Source: an optimization exercise on an open RTL-to-GDS flow (aim: small area, a short achievable clock period and few clock cycles per item). Production flows keep margins and buffers that such runs may drop. RTL that was checked went through simulation tests only; none was proved equivalent to the original. Power is estimated from default activity; no workload was simulated.

== run 1 ==
## nbs_top
module nbs_top (
    input  wire        clk,
    input  wire        rst,
    input  wire        in_valid,
    output reg         in_ready,
    input  wire [3:0]  in_fmt_a,
    input  wire [3:0]  in_fmt_b,
    input  wire [31:0] in_a,
    input  wire [31:0] in_b,
    input  wire [3:0]  in_lanes,
    input  wire        in_last,
    output reg         out_valid,
    input  wire        out_ready,
    output reg  [55:0] out_sum,
    output reg         out_invalid
);
Size in the first run: about 5,900 cells after synthesis, roughly 480 flip-flops, ~140 I/O pins, roughly 44,000 µm² of cells after synthesis.
==> flow/config.mk <==
export PLATFORM = sky130hd
export DESIGN_NAME = nbs_top
export DESIGN_NICKNAME = nbs_top
export VERILOG_FILES = /design/flow/design.v
export SDC_FILE = /design/flow/constraint.sdc
export NUM_CORES = 4
export LEC_CHECK = 0
export ABC_AREA = 1
export CAP_MARGIN = 20
export CORE_MARGIN = 2
export CORE_UTILIZATION = 75
export SLEW_MARGIN = 20
==> flow/constraint.sdc <==
create_clock -name core_clock -period 25.0 [get_ports {clk}]
set_input_delay 5.0000 -clock core_clock [delete_from_list [all_inputs] [get_ports {clk}]]
set_output_delay 5.0000 -clock core_clock [all_outputs]
set_load 0.01 [all_outputs]
standard.sh (not shown) runs the stock make flow with config.mk's settings and CLKGATE_MAP_FILE= SYNTH_SCRIPT=/design/flow/synth_recipe.tcl, a recipe that flattens the netlist after the stock synthesis.
==> flow/flow/run.sh <==
#!/bin/bash
# The standard layout (the standard.sh: standard synthesis, ORFS floorplan
# to final), with one change: the buffers ORFS puts on every input and output
# port are sky130_fd_sc_hd__buf_4 instead of the cell buffer_ports picks itself.
set -euo pipefail
export BUFFER_PORTS_ARGS="-buffer_cell sky130_fd_sc_hd__buf_4"
bash standard.sh > standard_make.log 2>&1
Testbench counts of run 1, summed over its fixed seeds: cycles 30,464, blocks 4,000.
## Diff of input files: run 2 against run 1
- changing CORE_UTILIZATION from 75 to 60
==> comparison <==
Diff run 1 -> run 2: least setup slack across all paths after layout saw an increase; relative contribution of combinational cells to total power saw a decrease; clock buffer instance count of the final layout saw an increase. Changes observed in run 2 relative to run 1: first-pass GRT wire length fell about 10%; worst clock skew on the final layout fell 0.0037 ns; number of vias per cell fell about 10%. The top routing layer in use comes out met4 in one run and met5 in the other, namely in run 2 and run 1 respectively. Area of the core region of run 2 exceeds that of run 1 by more than 10%. Diff run 1 -> run 2 | maximum number of pins on one net before global-route repair | increase of about 3%.
## Diff of input files: run 3 against run 2
- CAP_MARGIN now 0, was 20
- SLEW_MARGIN now 0, was 20
Notes after the runs:
Run 2 | stages: all done | timing, DRC, antenna: all pass
Run 3: no failed stages, no open violations at the end
Changes observed in run 3 relative to run 2: core utilization held; overall power after layout roughly the same; sequential share of layout area essentially unchanged; first-iteration DRC count now smaller.
The internal power consumption on run 3 is in line with that on run 2.
Reported for run 2 and run 3, first-pass GRT wire length turned out identical to the last digit.


== cedar ==
nbs_top, a different RTL version from the one above (not shown whole).
Size: ~5900 cells after synthesis, about 480 flip-flops.
export LEC_CHECK = 0
export ABC_AREA = 1
export CAP_MARGIN = 20
export CORE_MARGIN = 2
export CORE_UTILIZATION = 60
export CTS_CLUSTER_DIAMETER = 60
export CTS_CLUSTER_SIZE = 20
export SLEW_MARGIN = 20
create_clock -name core_clock -period 25.0 [get_ports {clk}]
Scripts as last shown in full above: flow/flow/run.sh
Testbench counts of cedar, summed over its fixed seeds: cycles 30,534, blocks 4,000.
--- input diff cedar..willow ---
-- flow/config.mk --
<<< cedar, line 10
export CORE_MARGIN = 2
export CORE_UTILIZATION = 60
export CTS_CLUSTER_DIAMETER = 60
export CTS_CLUSTER_SIZE = 20
export SLEW_MARGIN = 20
>>> willow, line 10
export CORE_MARGIN = 2
export CORE_UTILIZATION = 40
export SLEW_MARGIN = 20
[summary]
- willow finished every step from synthesis to the final layout, and the layout passed the timing, design-rule and antenna checks.
- Looking at total power across willow and cedar, the one that comes out lower is cedar.
- Taking cedar as the reference, in willow amount of wire on met2 after detailed routing climbed 4.2%, number of cells on the worst hold path dropped 2.
- Compared with cedar, in willow power share of the clock group now larger, highest attainable clock frequency roughly the same.


job 7370:
Another version of the RTL of nbs_top (not shown whole).
Size: about 6,800 cells after synthesis, ~140 I/O pins, about 49,000 µm² of cells after synthesis.
export LEC_CHECK = 0
export ABC_AREA = 1
export CAP_MARGIN = 20
export CORE_MARGIN = 2
export CORE_UTILIZATION = 40
export SLEW_MARGIN = 20
create_clock -name core_clock -period 25.0 [get_ports {clk}]
Scripts as last shown in full above: flow/flow/run.sh
### job 7370 -> job 8755
==> flow/run.sh (new file) <==
#!/bin/bash
# synth_recipe.tcl (not shown) runs the flow's synth.tcl, then flattens the netlist and writes it again
# the make line also repeats each setting of config.mk as NAME=value (left out here)
make -C /OpenROAD-flow-scripts/flow DESIGN_CONFIG=/design/flow/config.mk WORK_HOME=/design/flow/orfs CLKGATE_MAP_FILE= SYNTH_SCRIPT=/design/flow/synth_recipe.tcl finish
removed: flow/flow/run.sh
removed: flow/standard.sh
### Flow results
On total power, job 8755 and job 7370 are basically level. Against job 7370, job 8755 reports a non-clock buffering overhead in the final layout that is higher. Sequential cell count came out exactly the same in job 8755 and job 7370. Critical path's slowest cell: sky130_fd_sc_hd__dfxtp_1 -> job 7370, sky130_fd_sc_hd__clkdlybuf4s50_1 -> job 8755.
No functional check of the RTL was part of any run of this note.

==> port drivers added, routing unchanged <==
No port has a modelled driver above. Below, the same layouts with a new extraction and two added sets of constraints. Step 1 sets driving cells, clkbuf_16 on the clock port and buf_2 on the other inputs (assumed; they add their load-dependent delay and slew). Step 2, shift: input delay + t, output delay - t, t = (earliest + latest rising clock arrival at the registers) / 2. This alone moves slack from input paths to output paths. Three values: ideal, step 1, step 2; two values: the first two.
run	t, ns	setup WS [ns]	worst register clock-pin slew, ns
run 1	0.700	18.791 / 18.723 / 18.458	0.07 / 0.07
run 2	0.679	18.842 / 18.772 / 18.640	0.08 / 0.08
run 3	0.679	18.842 / 18.772 / 18.639	0.08 / 0.08
cedar	0.695	18.778 / 18.708 / 18.667	0.09 / 0.09
willow	0.748	18.792 / 18.722 / 18.646	0.07 / 0.07
job 7370	0.711	18.815 / 18.740 / 18.481	0.07 / 0.07
job 8755	0.718	18.407 / 18.332 / 18.058	0.07 / 0.07
After both steps every run listed still meets setup and hold. For job 8755, which loses most, drivers alone change the setup slack by -0.075 ns; drivers and shift together by -0.349 ns.
